This is an optimization exercise on Yosys and OpenROAD, whose aim is small area, a short achievable clock period and few clock cycles per item, not a production implementation. Only simulation tests tie the RTL to the original design; equivalence was not proved.

==> yarrow <==
## cph_aes
module cph_aes (
    input  wire         clk,
    input  wire         rst,          
    input  wire         in_valid,
    output wire         in_ready,
    input  wire [255:0] in_key,       
    input  wire [127:0] in_block,     
    output reg          out_valid,
    output wire [127:0] out_block     
);
export LEC_CHECK = 0
export CAP_MARGIN = 20
export CORE_MARGIN = 2
export CORE_UTILIZATION = 55
export CTS_CLUSTER_DIAMETER = 100
export CTS_CLUSTER_SIZE = 20
export PLACE_DENSITY = 0.65
export SETUP_SLACK_MARGIN = 4.47
export SLEW_MARGIN = 20
export SYNTH_HIERARCHICAL = 1
export SYNTH_MINIMUM_KEEP_SIZE = 0
create_clock -name core_clock -period 8.0 [get_ports {clk}]
standard.sh (not shown) runs the stock make flow with config.mk's settings and CLKGATE_MAP_FILE= SYNTH_SCRIPT=/design/flow/synth_recipe.tcl, a recipe that flattens the netlist after the stock synthesis.
==> flow/flow/run.sh <==
#!/bin/bash
# The standard layout, except that the port buffers are plain
# sky130_fd_sc_hd__buf_1 cells rather than the delay cells buffer_ports picks.
set -euo pipefail
bash standard.sh "BUFFER_PORTS_ARGS=-buffer_cell sky130_fd_sc_hd__buf_1" finish > standard_flow.log 2>&1
==> inputs of quartz, as changes to yarrow <==
--- a/flow/design.v
+++ b/flow/design.v
@@ -1,21 +1,24 @@
 module g_xor2  (input wire a, input wire b, output wire y); assign y = a ^ b;    endmodule
 module g_xnor2 (input wire a, input wire b, output wire y); assign y = ~(a ^ b); endmodule
 module g_nand2 (input wire a, input wire b, output wire y); assign y = ~(a & b); endmodule
 module g_nor2  (input wire a, input wire b, output wire y); assign y = ~(a | b); endmodule
 module g_mux2i (input wire a, input wire b, input wire s, output wire y); assign y = ~(s ? b : a); endmodule
-module c_a21o (input wire A1, input wire A2, input wire B1, output wire X); assign X = (A1 & A2) | B1; endmodule
+module c_a211oi (input wire A1, input wire A2, input wire B1, input wire C1, output wire Y); assign Y = ~((A1 & A2) | B1 | C1); endmodule
+module c_a21oi (input wire A1, input wire A2, input wire B1, output wire Y); assign Y = ~((A1 & A2) | B1); endmodule
 module c_a22o (input wire A1, input wire A2, input wire B1, input wire B2, output wire X); assign X = (A1 & A2) | (B1 & B2); endmodule
+module c_a31oi (input wire A1, input wire A2, input wire A3, input wire B1, output wire Y); assign Y = ~((A1 & A2 & A3) | B1); endmodule
 module c_a32oi (input wire A1, input wire A2, input wire A3, input wire B1, input wire B2, output wire Y); assign Y = ~((A1 & A2 & A3) | (B1 & B2)); endmodule
+module c_and3 (input wire A, input wire B, input wire C, output wire X); assign X = A & B & C; endmodule
 module c_clkinv (input wire A, output wire Y); assign Y = ~A; endmodule
 module c_nand2 (input wire A, input wire B, output wire Y); assign Y = ~(A & B); endmodule
+module c_nand2b (input wire A_N, input wire B, output wire Y); assign Y = ~(~A_N & B); endmodule
 module c_nor2 (input wire A, input wire B, output wire Y); assign Y = ~(A | B); endmodule
-module c_o21a (input wire A1, input wire A2, input wire B1, output wire X); assign X = (A1 | A2) & B1; endmodule
+module c_nor2b (input wire A, input wire B_N, output wire Y); assign Y = ~(A | ~B_N); endmodule
+module c_o211ai (input wire A1, input wire A2, input wire B1, input wire C1, output wire Y); assign Y = ~((A1 | A2) & B1 & C1); endmodule
 module c_o21ai (input wire A1, input wire A2, input wire B1, output wire Y); assign Y = ~((A1 | A2) & B1); endmodule
-module c_o22ai (input wire A1, input wire A2, input wire B1, input wire B2, output wire Y); assign Y = ~((A1 | A2) & (B1 | B2)); endmodule
-module c_or2b (input wire A, input wire B_N, output wire X); assign X = A | ~B_N; endmodule
-module c_xnor2 (input wire A, input wire B, output wire Y); assign Y = ~(A ^ B); endmodule
+module c_o32ai (input wire A1, input wire A2, input wire A3, input wire B1, input wire B2, output wire Y); assign Y = ~((A1 | A2 | A3) & (B1 | B2)); endmodule
 module c_xor2 (input wire A, input wire B, output wire X); assign X = A ^ B; endmodule
 module aes_ginv(d, m);
   input [3:0] d;
   wire [3:0] d;
   output [8:0] m;
@@ -34,174 +37,149 @@
   wire _11_;
   wire _12_;
   wire _13_;
   wire _14_;
   wire _15_;
-  wire _16_;
-  wire _17_;
-  wire _18_;
-  wire _19_;
-  wire _20_;
-  c_clkinv _21_ (
-    .A(d[0]),
+  c_clkinv _16_ (
+    .A(d[3]),
     .Y(_00_)
   );
-  c_clkinv _22_ (
-    .A(d[2]),
+  c_nand2 _17_ (
+    .A(d[0]),
+    .B(d[2]),
     .Y(_01_)
   );
-  c_clkinv _23_ (
-    .A(d[3]),
+  c_nor2 _18_ (
+    .A(d[1]),
+    .B(_01_),
     .Y(_02_)
   );
-  c_nand2 _24_ (
-    .A(d[0]),
-    .B(d[2]),
+  c_nand2b _19_ (
+    .A_N(d[0]),
+    .B(d[1]),
     .Y(_03_)
   );
-  c_or2b _25_ (
-    .A(d[3]),
-    .B_N(d[1]),
-    .X(_04_)
-  );
-  c_o21ai _26_ (
-    .A1(_00_),
-    .A2(_02_),
-    .B1(d[1]),
-    .Y(_05_)
+  c_nand2b _20_ (
+    .A_N(d[3]),
+    .B(d[1]),
+    .Y(_04_)
   );
-  c_xor2 _27_ (
+  c_xor2 _21_ (
     .A(d[1]),
     .B(d[0]),
-    .X(_06_)
+    .X(_05_)
   );
-  c_o21ai _28_ (
+  c_o211ai _22_ (
     .A1(d[1]),
-    .A2(_03_),
-    .B1(_05_),
+    .A2(_01_),
+    .B1(_03_),
+    .C1(_04_),
     .Y(m[7])
   );
-  c_nand2 _29_ (
+  c_and3 _23_ (
     .A(d[1]),
     .B(d[2]),
-    .Y(_07_)
-  );
-  c_nand2 _30_ (
-    .A(d[3]),
-    .B(_07_),
-    .Y(_08_)
+    .C(d[3]),
+    .X(_06_)
   );
-  c_o21ai _31_ (
-    .A1(d[3]),
-    .A2(_03_),
-    .B1(_08_),
+  c_a21oi _24_ (
+    .A1(_00_),
+    .A2(_01_),
+    .B1(_06_),
     .Y(m[6])
   );
-  c_or2b _32_ (
-    .A(d[1]),
-    .B_N(d[3]),
-    .X(_09_)
+  c_nand2b _25_ (
+    .A_N(d[1]),
+    .B(d[3]),
+    .Y(_07_)
   );
-  c_nand2 _33_ (
+  c_nand2 _26_ (
     .A(d[0]),
-    .B(_09_),
-    .Y(_10_)
+    .B(_07_),
+    .Y(_08_)
   );
-  c_nand2 _34_ (
+  c_nand2 _27_ (
     .A(d[2]),
     .B(_04_),
-    .Y(_11_)
+    .Y(_09_)
   );
-  c_xor2 _35_ (
-    .A(_10_),
-    .B(_11_),
+  c_xor2 _28_ (
+    .A(_08_),
+    .B(_09_),
     .X(m[5])
   );
-  c_nor2 _36_ (
+  c_nor2b _29_ (
     .A(d[0]),
-    .B(_01_),
-    .Y(_12_)
+    .B_N(d[2]),
+    .Y(_10_)
   );
-  c_nor2 _37_ (
+  c_nor2 _30_ (
     .A(d[2]),
-    .B(_06_),
-    .Y(_13_)
-  );
-  c_o21ai _38_ (
-    .A1(d[1]),
-    .A2(_03_),
-    .B1(_02_),
-    .Y(_14_)
+    .B(_05_),
+    .Y(_11_)
   );
-  c_o22ai _39_ (
-    .A1(_09_),
-    .A2(_12_),
-    .B1(_13_),
-    .B2(_14_),
+  c_o32ai _31_ (
+    .A1(d[3]),
+    .A2(_02_),
+    .A3(_11_),
+    .B1(_10_),
+    .B2(_07_),
     .Y(m[4])
   );
-  c_nand2 _40_ (
-    .A(_00_),
-    .B(_07_),
-    .Y(_15_)
+  c_a21oi _32_ (
+    .A1(d[1]),
+    .A2(d[2]),
+    .B1(d[0]),
+    .Y(_12_)
   );
-  c_xnor2 _41_ (
+  c_xor2 _33_ (
     .A(_04_),
-    .B(_15_),
-    .Y(m[3])
+    .B(_12_),
+    .X(m[3])
   );
-  c_o21ai _42_ (
+  c_o21ai _34_ (
     .A1(d[0]),
-    .A2(_02_),
+    .A2(_00_),
     .B1(d[1]),
-    .Y(_16_)
+    .Y(_13_)
   );
-  c_a21o _43_ (
+  c_a211oi _35_ (
     .A1(d[1]),
     .A2(d[3]),
-    .B1(d[0]),
-    .X(_17_)
+    .B1(d[2]),
+    .C1(d[0]),
+    .Y(_14_)
   );
-  c_nand2 _44_ (
-    .A(_01_),
-    .B(_17_),
-    .Y(_18_)
-  );
-  c_o21ai _45_ (
-    .A1(_01_),
-    .A2(_16_),
-    .B1(_18_),
+  c_a21oi _36_ (
+    .A1(d[2]),
+    .A2(_13_),
+    .B1(_14_),
     .Y(m[2])
   );
-  c_a22o _46_ (
+  c_a22o _37_ (
     .A1(d[2]),
-    .A2(_09_),
-    .B1(_13_),
+    .A2(_07_),
+    .B1(_11_),
     .B2(d[3]),
     .X(m[1])
   );
-  c_nand2 _47_ (
+  c_nand2 _38_ (
     .A(d[2]),
     .B(d[3]),
-    .Y(_19_)
+    .Y(_15_)
   );
-  c_o21ai _48_ (
+  c_a31oi _39_ (
     .A1(d[0]),
-    .A2(_01_),
-    .B1(_02_),
-    .Y(_20_)
-  );
-  c_o21a _49_ (
-    .A1(d[2]),
-    .A2(_06_),
-    .B1(_20_),
-    .X(m[0])
-  );
-  c_a32oi _50_ (
-    .A1(_09_),
-    .A2(_16_),
-    .A3(_19_),
+    .A2(_07_),
+    .A3(_15_),
+    .B1(_14_),
+    .Y(m[0])
+  );
+  c_a32oi _40_ (
+    .A1(_07_),
+    .A2(_13_),
+    .A3(_15_),
     .B1(d[2]),
     .B2(d[0]),
     .Y(m[8])
   );
 endmodule
@@ -442,41 +420,22 @@
             3'd5:    rcon = 8'h20;
             3'd6:    rcon = 8'h40;
             default: rcon = 8'h80;
         endcase
     end
-    wire [31:0] t_n;           
-    wire [31:0] ksub_rot = {ksub[23:0], ksub[31:24]};
-    generate
-        for (g = 0; g < 32; g = g + 1) begin : g_rot
-            g_mux2i u_r (.a(ksub[g]), .b(ksub_rot[g]), .s(p_round[0]), .y(t_n[g]));
-        end
-    endgenerate
-    wire [31:0] rc = {p_round[0] ? rcon : 8'h00, 24'h0};
+    wire [31:0] t = p_round[0] ? ({ksub[23:0], ksub[31:24]} ^ {rcon, 24'h0}) : ksub;
     wire [31:0] b0 = ra[127:96], b1 = ra[95:64], b2 = ra[63:32], b3 = ra[31:0];
     wire [31:0] c1, c2, c3, n0, n1, n2, n3;
     generate
         for (g = 0; g < 32; g = g + 1) begin : g_ks
-            wire e0, e1, e2, e3;
             g_xor2  u_p1 (.a(b0[g]), .b(b1[g]), .y(c1[g]));     
             g_xor2  u_p2 (.a(c1[g]), .b(b2[g]), .y(c2[g]));     
             g_xor2  u_p3 (.a(c2[g]), .b(b3[g]), .y(c3[g]));     
-            if (g >= 24) begin : g_rc
-                g_xor2 u_r0 (.a(b0[g]), .b(rc[g]), .y(e0));
-                g_xor2 u_r1 (.a(c1[g]), .b(rc[g]), .y(e1));
-                g_xor2 u_r2 (.a(c2[g]), .b(rc[g]), .y(e2));
-                g_xor2 u_r3 (.a(c3[g]), .b(rc[g]), .y(e3));
-            end else begin : g_norc
-                assign e0 = b0[g];
-                assign e1 = c1[g];
-                assign e2 = c2[g];
-                assign e3 = c3[g];
-            end
-            g_xor2  u_n0 (.a(e0), .b(t_n[g]), .y(n0[g]));
-            g_xnor2 u_n1 (.a(e1), .b(t_n[g]), .y(n1[g]));
-            g_xor2  u_n2 (.a(e2), .b(t_n[g]), .y(n2[g]));
-            g_xnor2 u_n3 (.a(e3), .b(t_n[g]), .y(n3[g]));
+            g_xnor2 u_n0 (.a(b0[g]), .b(t[g]),  .y(n0[g]));
+            g_xor2  u_n1 (.a(c1[g]), .b(t[g]),  .y(n1[g]));
+            g_xnor2 u_n2 (.a(c2[g]), .b(t[g]),  .y(n2[g]));
+            g_xor2  u_n3 (.a(c3[g]), .b(t[g]),  .y(n3[g]));
         end
     endgenerate
     always @(posedge clk) begin
         if (rst) begin
             s_busy    <= 1'b0;
CORE_UTILIZATION = 45   (was 55)
CTS_CLUSTER_DIAMETER = default   (was 100)
CTS_CLUSTER_SIZE = default   (was 20)
PLACE_DENSITY = 0.8   (was 0.65)
SETUP_SLACK_MARGIN = 4.7   (was 4.47)
==> results.txt <==
Against yarrow, the sequential share of layout area of quartz is lower by 3.5 points. Of quartz and yarrow, quartz has the higher setup slack (gap 180 ps). In yarrow the synthesized cell count is higher than in quartz, by about 2.2%. In flip-flop and latch count, yarrow and quartz do not differ. Against quartz, the die area of yarrow is lower by 19%. In yarrow the non-clock buffer count is lower than in quartz, by 92.
==> figures <==
| quantity | yarrow | quartz |
|---|---|---|
| Required time of the critical path | 8550 ps | 8710 ps |
| Run status | finished clean | finished clean |
| Antenna diode count | 4 | 5 |
| Final period utilization | 44.23% | 42.00% |
| Post-Route Hold Slack | 314.7 ps | 303.7 ps |
| Source of the worst register-to-register timing path | pm[239] | rm[36] |
| Transition time at the pin with the least slew margin | 1156 ps | 1232 ps |
| Fin cells | 7,378 | 7,841 |
| Placed wire-length estimate after detailed placement | 144,700 um | 147,900 um |
| Simple-Gate Fraction of Synth Area | 6.615% | 6.959% |
| Final core area utilization | 62.09% | 54.98% |
| Multi-input logic cell count | 4,216 | 4,133 |
| GR Layer Usage met1 | 44.57% | 37.53% |
| Post-synthesis cell area | 0.05563 mm^2 | 0.05650 mm^2 |
| Clock buffer count from CTS | 67 | 116 |
| Termination of the worst setup path | st[48] | qb[93] |
| Number of resized instances in the post-cts repair step | 24 | 162 |
Testbench counts of yarrow, summed over its fixed seeds: cycles 45,408, items 3,238.
Testbench counts of quartz, summed over its fixed seeds: cycles 45,408, items 3,238.

---

==> inputs of trial 9 <==
cph_aes again, from the RTL that the note above started with.
==> flow/config.mk <==
export PLATFORM = sky130hd
export DESIGN_NAME = cph_aes
export DESIGN_NICKNAME = cph_aes
export VERILOG_FILES = /design/flow/design.v
export SDC_FILE = /design/flow/constraint.sdc
export NUM_CORES = 8
export LEC_CHECK = 0
export CAP_MARGIN = 20
export CORE_MARGIN = 2
export CORE_UTILIZATION = 60
export CTS_CLUSTER_DIAMETER = 100
export CTS_CLUSTER_SIZE = 20
export PLACE_DENSITY = 0.7
export SETUP_SLACK_MARGIN = 5.0
export SLEW_MARGIN = 20
export SYNTH_HIERARCHICAL = 1
export SYNTH_MINIMUM_KEEP_SIZE = 0
==> flow/constraint.sdc <==
create_clock -name core_clock -period 8.0 [get_ports {clk}]
set_input_delay 1.6000 -clock core_clock [delete_from_list [all_inputs] [get_ports {clk}]]
set_output_delay 1.6000 -clock core_clock [all_outputs]
set_load 0.01 [all_outputs]
Scripts as last shown in full above: flow/flow/run.sh
==> build 27: changes against trial 9 <==
Settings changed: CORE_UTILIZATION 60 to 50, PLACE_DENSITY 0.7 to 0.62.
==> build 80: changes against trial 9 <==
--- a/flow/design.v
+++ b/flow/design.v
@@ -1,23 +1,26 @@
 module g_xor2  (input wire a, input wire b, output wire y); assign y = a ^ b;    endmodule
 module g_xnor2 (input wire a, input wire b, output wire y); assign y = ~(a ^ b); endmodule
 module g_nand2 (input wire a, input wire b, output wire y); assign y = ~(a & b); endmodule
 module g_nor2  (input wire a, input wire b, output wire y); assign y = ~(a | b); endmodule
 module g_mux2i (input wire a, input wire b, input wire s, output wire y); assign y = ~(s ? b : a); endmodule
-module c_a21o (input wire A1, input wire A2, input wire B1, output wire X); assign X = (A1 & A2) | B1; endmodule
+module c_a211oi (input wire A1, input wire A2, input wire B1, input wire C1, output wire Y); assign Y = ~((A1 & A2) | B1 | C1); endmodule
+module c_a21oi (input wire A1, input wire A2, input wire B1, output wire Y); assign Y = ~((A1 & A2) | B1); endmodule
 module c_a22o (input wire A1, input wire A2, input wire B1, input wire B2, output wire X); assign X = (A1 & A2) | (B1 & B2); endmodule
+module c_a31oi (input wire A1, input wire A2, input wire A3, input wire B1, output wire Y); assign Y = ~((A1 & A2 & A3) | B1); endmodule
 module c_a32oi (input wire A1, input wire A2, input wire A3, input wire B1, input wire B2, output wire Y); assign Y = ~((A1 & A2 & A3) | (B1 & B2)); endmodule
+module c_and3 (input wire A, input wire B, input wire C, output wire X); assign X = A & B & C; endmodule
 module c_clkinv (input wire A, output wire Y); assign Y = ~A; endmodule
 module c_nand2 (input wire A, input wire B, output wire Y); assign Y = ~(A & B); endmodule
+module c_nand2b (input wire A_N, input wire B, output wire Y); assign Y = ~(~A_N & B); endmodule
 module c_nor2 (input wire A, input wire B, output wire Y); assign Y = ~(A | B); endmodule
-module c_o21a (input wire A1, input wire A2, input wire B1, output wire X); assign X = (A1 | A2) & B1; endmodule
+module c_nor2b (input wire A, input wire B_N, output wire Y); assign Y = ~(A | ~B_N); endmodule
+module c_o211ai (input wire A1, input wire A2, input wire B1, input wire C1, output wire Y); assign Y = ~((A1 | A2) & B1 & C1); endmodule
 module c_o21ai (input wire A1, input wire A2, input wire B1, output wire Y); assign Y = ~((A1 | A2) & B1); endmodule
-module c_o22ai (input wire A1, input wire A2, input wire B1, input wire B2, output wire Y); assign Y = ~((A1 | A2) & (B1 | B2)); endmodule
-module c_or2b (input wire A, input wire B_N, output wire X); assign X = A | ~B_N; endmodule
-module c_xnor2 (input wire A, input wire B, output wire Y); assign Y = ~(A ^ B); endmodule
+module c_o32ai (input wire A1, input wire A2, input wire A3, input wire B1, input wire B2, output wire Y); assign Y = ~((A1 | A2 | A3) & (B1 | B2)); endmodule
 module c_xor2 (input wire A, input wire B, output wire X); assign X = A ^ B; endmodule
 module aes_ginv(d, m);
   input [3:0] d;
   wire [3:0] d;
   output [8:0] m;
   wire [8:0] m;
   wire _00_;
@@ -32,178 +35,153 @@
   wire _09_;
   wire _10_;
   wire _11_;
   wire _12_;
   wire _13_;
   wire _14_;
   wire _15_;
-  wire _16_;
-  wire _17_;
-  wire _18_;
-  wire _19_;
-  wire _20_;
-  c_clkinv _21_ (
-    .A(d[0]),
+  c_clkinv _16_ (
+    .A(d[3]),
     .Y(_00_)
   );
-  c_clkinv _22_ (
-    .A(d[2]),
+  c_nand2 _17_ (
+    .A(d[0]),
+    .B(d[2]),
     .Y(_01_)
   );
-  c_clkinv _23_ (
-    .A(d[3]),
+  c_nor2 _18_ (
+    .A(d[1]),
+    .B(_01_),
     .Y(_02_)
   );
-  c_nand2 _24_ (
-    .A(d[0]),
-    .B(d[2]),
+  c_nand2b _19_ (
+    .A_N(d[0]),
+    .B(d[1]),
     .Y(_03_)
   );
-  c_or2b _25_ (
-    .A(d[3]),
-    .B_N(d[1]),
-    .X(_04_)
-  );
-  c_o21ai _26_ (
-    .A1(_00_),
-    .A2(_02_),
-    .B1(d[1]),
-    .Y(_05_)
+  c_nand2b _20_ (
+    .A_N(d[3]),
+    .B(d[1]),
+    .Y(_04_)
   );
-  c_xor2 _27_ (
+  c_xor2 _21_ (
     .A(d[1]),
     .B(d[0]),
-    .X(_06_)
+    .X(_05_)
   );
-  c_o21ai _28_ (
+  c_o211ai _22_ (
     .A1(d[1]),
-    .A2(_03_),
-    .B1(_05_),
+    .A2(_01_),
+    .B1(_03_),
+    .C1(_04_),
     .Y(m[7])
   );
-  c_nand2 _29_ (
+  c_and3 _23_ (
     .A(d[1]),
     .B(d[2]),
-    .Y(_07_)
-  );
-  c_nand2 _30_ (
-    .A(d[3]),
-    .B(_07_),
-    .Y(_08_)
+    .C(d[3]),
+    .X(_06_)
   );
-  c_o21ai _31_ (
-    .A1(d[3]),
-    .A2(_03_),
-    .B1(_08_),
+  c_a21oi _24_ (
+    .A1(_00_),
+    .A2(_01_),
+    .B1(_06_),
     .Y(m[6])
   );
-  c_or2b _32_ (
-    .A(d[1]),
-    .B_N(d[3]),
-    .X(_09_)
+  c_nand2b _25_ (
+    .A_N(d[1]),
+    .B(d[3]),
+    .Y(_07_)
   );
-  c_nand2 _33_ (
+  c_nand2 _26_ (
     .A(d[0]),
-    .B(_09_),
-    .Y(_10_)
+    .B(_07_),
+    .Y(_08_)
   );
-  c_nand2 _34_ (
+  c_nand2 _27_ (
     .A(d[2]),
     .B(_04_),
-    .Y(_11_)
+    .Y(_09_)
   );
-  c_xor2 _35_ (
-    .A(_10_),
-    .B(_11_),
+  c_xor2 _28_ (
+    .A(_08_),
+    .B(_09_),
     .X(m[5])
   );
-  c_nor2 _36_ (
+  c_nor2b _29_ (
     .A(d[0]),
-    .B(_01_),
-    .Y(_12_)
+    .B_N(d[2]),
+    .Y(_10_)
   );
-  c_nor2 _37_ (
+  c_nor2 _30_ (
     .A(d[2]),
-    .B(_06_),
-    .Y(_13_)
-  );
-  c_o21ai _38_ (
-    .A1(d[1]),
-    .A2(_03_),
-    .B1(_02_),
-    .Y(_14_)
+    .B(_05_),
+    .Y(_11_)
   );
-  c_o22ai _39_ (
-    .A1(_09_),
-    .A2(_12_),
-    .B1(_13_),
-    .B2(_14_),
+  c_o32ai _31_ (
+    .A1(d[3]),
+    .A2(_02_),
+    .A3(_11_),
+    .B1(_10_),
+    .B2(_07_),
     .Y(m[4])
   );
-  c_nand2 _40_ (
-    .A(_00_),
-    .B(_07_),
-    .Y(_15_)
+  c_a21oi _32_ (
+    .A1(d[1]),
+    .A2(d[2]),
+    .B1(d[0]),
+    .Y(_12_)
   );
-  c_xnor2 _41_ (
+  c_xor2 _33_ (
     .A(_04_),
-    .B(_15_),
-    .Y(m[3])
+    .B(_12_),
+    .X(m[3])
   );
-  c_o21ai _42_ (
+  c_o21ai _34_ (
     .A1(d[0]),
-    .A2(_02_),
+    .A2(_00_),
     .B1(d[1]),
-    .Y(_16_)
+    .Y(_13_)
   );
-  c_a21o _43_ (
+  c_a211oi _35_ (
     .A1(d[1]),
     .A2(d[3]),
-    .B1(d[0]),
-    .X(_17_)
+    .B1(d[2]),
+    .C1(d[0]),
+    .Y(_14_)
   );
-  c_nand2 _44_ (
-    .A(_01_),
-    .B(_17_),
-    .Y(_18_)
-  );
-  c_o21ai _45_ (
-    .A1(_01_),
-    .A2(_16_),
-    .B1(_18_),
+  c_a21oi _36_ (
+    .A1(d[2]),
+    .A2(_13_),
+    .B1(_14_),
     .Y(m[2])
   );
-  c_a22o _46_ (
+  c_a22o _37_ (
     .A1(d[2]),
-    .A2(_09_),
-    .B1(_13_),
+    .A2(_07_),
+    .B1(_11_),
     .B2(d[3]),
     .X(m[1])
   );
-  c_nand2 _47_ (
+  c_nand2 _38_ (
     .A(d[2]),
     .B(d[3]),
-    .Y(_19_)
+    .Y(_15_)
   );
-  c_o21ai _48_ (
+  c_a31oi _39_ (
     .A1(d[0]),
-    .A2(_01_),
-    .B1(_02_),
-    .Y(_20_)
-  );
-  c_o21a _49_ (
-    .A1(d[2]),
-    .A2(_06_),
-    .B1(_20_),
-    .X(m[0])
-  );
-  c_a32oi _50_ (
-    .A1(_09_),
-    .A2(_16_),
-    .A3(_19_),
+    .A2(_07_),
+    .A3(_15_),
+    .B1(_14_),
+    .Y(m[0])
+  );
+  c_a32oi _40_ (
+    .A1(_07_),
+    .A2(_13_),
+    .A3(_15_),
     .B1(d[2]),
     .B2(d[0]),
     .Y(m[8])
   );
 endmodule
 module aes_sbox_hi (
     input  wire [7:0]  a,
@@ -440,45 +418,26 @@
             3'd3:    rcon = 8'h08;
             3'd4:    rcon = 8'h10;
             3'd5:    rcon = 8'h20;
             3'd6:    rcon = 8'h40;
             default: rcon = 8'h80;
         endcase
     end
-    wire [31:0] t_n;           
-    wire [31:0] ksub_rot = {ksub[23:0], ksub[31:24]};
-    generate
-        for (g = 0; g < 32; g = g + 1) begin : g_rot
-            g_mux2i u_r (.a(ksub[g]), .b(ksub_rot[g]), .s(p_round[0]), .y(t_n[g]));
-        end
-    endgenerate
-    wire [31:0] rc = {p_round[0] ? rcon : 8'h00, 24'h0};
+    wire [31:0] t = p_round[0] ? ({ksub[23:0], ksub[31:24]} ^ {rcon, 24'h0}) : ksub;
     wire [31:0] b0 = ra[127:96], b1 = ra[95:64], b2 = ra[63:32], b3 = ra[31:0];
     wire [31:0] c1, c2, c3, n0, n1, n2, n3;
     generate
         for (g = 0; g < 32; g = g + 1) begin : g_ks
-            wire e0, e1, e2, e3;
             g_xor2  u_p1 (.a(b0[g]), .b(b1[g]), .y(c1[g]));     
             g_xor2  u_p2 (.a(c1[g]), .b(b2[g]), .y(c2[g]));     
             g_xor2  u_p3 (.a(c2[g]), .b(b3[g]), .y(c3[g]));     
-            if (g >= 24) begin : g_rc
-                g_xor2 u_r0 (.a(b0[g]), .b(rc[g]), .y(e0));
-                g_xor2 u_r1 (.a(c1[g]), .b(rc[g]), .y(e1));
-                g_xor2 u_r2 (.a(c2[g]), .b(rc[g]), .y(e2));
-                g_xor2 u_r3 (.a(c3[g]), .b(rc[g]), .y(e3));
-            end else begin : g_norc
-                assign e0 = b0[g];
-                assign e1 = c1[g];
-                assign e2 = c2[g];
-                assign e3 = c3[g];
-            end
-            g_xor2  u_n0 (.a(e0), .b(t_n[g]), .y(n0[g]));
-            g_xnor2 u_n1 (.a(e1), .b(t_n[g]), .y(n1[g]));
-            g_xor2  u_n2 (.a(e2), .b(t_n[g]), .y(n2[g]));
-            g_xnor2 u_n3 (.a(e3), .b(t_n[g]), .y(n3[g]));
+            g_xnor2 u_n0 (.a(b0[g]), .b(t[g]),  .y(n0[g]));
+            g_xor2  u_n1 (.a(c1[g]), .b(t[g]),  .y(n1[g]));
+            g_xnor2 u_n2 (.a(c2[g]), .b(t[g]),  .y(n2[g]));
+            g_xor2  u_n3 (.a(c3[g]), .b(t[g]),  .y(n3[g]));
         end
     endgenerate
     always @(posedge clk) begin
         if (rst) begin
             s_busy    <= 1'b0;
             p_busy    <= 1'b0;
             out_valid <= 1'b0;
Settings changed: CORE_UTILIZATION 60 to 45, PLACE_DENSITY 0.7 to 0.6, SETUP_SLACK_MARGIN 5.0 to 4.7.
==> trial 25: changes against trial 9 <==
Settings changed: CORE_UTILIZATION 60 to 55, PLACE_DENSITY 0.7 to 0.65, SETUP_SLACK_MARGIN 5.0 to 4.9.
==> flow_metrics.env <==
export IMPL_tapCellCount=1650
export IMPL_groute_layer_met3_usage_pct=3.44
export IMPL_wire_per_inst_um=23.8
export IMPL_hp_start="qa[41]$_DFF_P_"
export IMPL_synth_top_area_share_pct=40.4
export IMPL_min_to="ra[41]$_DFF_P_"
export IMPL_final_clk_cell_share_pct=2.81
export IMPL_synth_xor_xnor_area_share_pct=40.2
export IMPL_seq_area_mm2=0.0229
export IMPL_n_all_buffers=651
export IMPL_cp_depth=5
export IMPL_grtUsageMet2_pct=44.3
export IMPL_status="no timing/DRC/antenna violations"
# the run above: build 80

==> flow_metrics.env <==
export IMPL_min_to="ra[47]$_DFF_P_"
export IMPL_synth_top_area_share_pct=41.1
export IMPL_tapCellCount=1488
export IMPL_groute_layer_met3_usage_pct=4.06
export IMPL_grtUsageMet2_pct=51.1
export IMPL_cp_depth=6
export IMPL_wire_per_inst_um=24.0
export IMPL_status="no timing/DRC/antenna violations"
export IMPL_synth_xor_xnor_area_share_pct=41.2
# the run above: build 27

==> flow_metrics.env <==
export IMPL_status="no timing/DRC/antenna violations"
export IMPL_grtUsageMet2_pct=54.4
export IMPL_cp_depth=9
export IMPL_wire_per_inst_um=23.8
export IMPL_rsz0062_at_grt="true"
export IMPL_drt_total_wl_um=179000
export IMPL_seq_area_mm2=0.0230
export IMPL_synth_top_area_share_pct=41.1
export IMPL_hp_start="qa[40]$_DFF_P_"
export IMPL_synth_xor_xnor_area_share_pct=41.2
export IMPL_tapCellCount=1298
export IMPL_final_clk_cell_share_pct=2.71
# the run above: trial 25

==> flow_metrics.env <==
export IMPL_status="no timing/DRC/antenna violations"
export IMPL_groute_layer_met3_usage_pct=5.54
export IMPL_multi_input_cells=4218
export IMPL_wire_per_inst_um=24.0
export IMPL_cp_depth=9
export IMPL_tapCellCount=1243
export IMPL_grtUsageMet2_pct=57.9
export IMPL_synth_xor_xnor_area_share_pct=41.2
export IMPL_synth_top_area_share_pct=41.1
export IMPL_min_to="rb[58]$_DFF_P_"
export IMPL_hp_start="qb[58]$_DFF_P_"
export IMPL_final_clk_cell_share_pct=2.60
export IMPL_n_all_buffers=853
export IMPL_clockRootBuffer="clkbuf_16"
# the run above: trial 9

Testbench counts of trial 9, summed over its fixed seeds: cycles 45,408, items 3,238.
Testbench counts of build 27, summed over its fixed seeds: cycles 45,408, items 3,238.
Testbench counts of build 80, summed over its fixed seeds: cycles 45,408, items 3,238.
Testbench counts of trial 25, summed over its fixed seeds: cycles 45,408, items 3,238.

[static timing again, ports no longer ideal]
The flow's constraints put no driver on any port. The routed layouts listed below were extracted and timed again, unchanged, in two steps.
Step 1 assumes that a clkbuf_16 drives the clock port and a buf_2 every other input.
Step 2 moves the port delays by t, midway between the first and last clock arrival at a register: inputs arrive t later, outputs are due t later. That takes back most of the time a late clock gives input paths.
a / b / c = no drivers / after step 1 / after step 2; a / b = the first two.
run | shift t [ns] | setup slack, ns | hold slack, ns | pins driven straight from the clock port
yarrow | 0.738 | 4.462 / 4.462 / 4.462 | 0.315 / 0.315 / 0.315 | 1
quartz | 0.821 | 4.640 / 4.640 / 4.640 | 0.304 / 0.304 / 0.304 | 1
trial 9 | 0.720 | 4.701 / 4.701 / 4.701 | 0.324 / 0.324 / 0.324 | 1
build 27 | 0.746 | 4.904 / 4.904 / 4.904 | 0.319 / 0.319 / 0.319 | 1
build 80 | 0.754 | 4.721 / 4.721 / 4.721 | 0.324 / 0.324 / 0.324 | 1
trial 25 | 0.735 | 4.792 / 4.792 / 4.792 | 0.317 / 0.317 / 0.317 | 1
After both steps setup and hold are still met in every run listed.
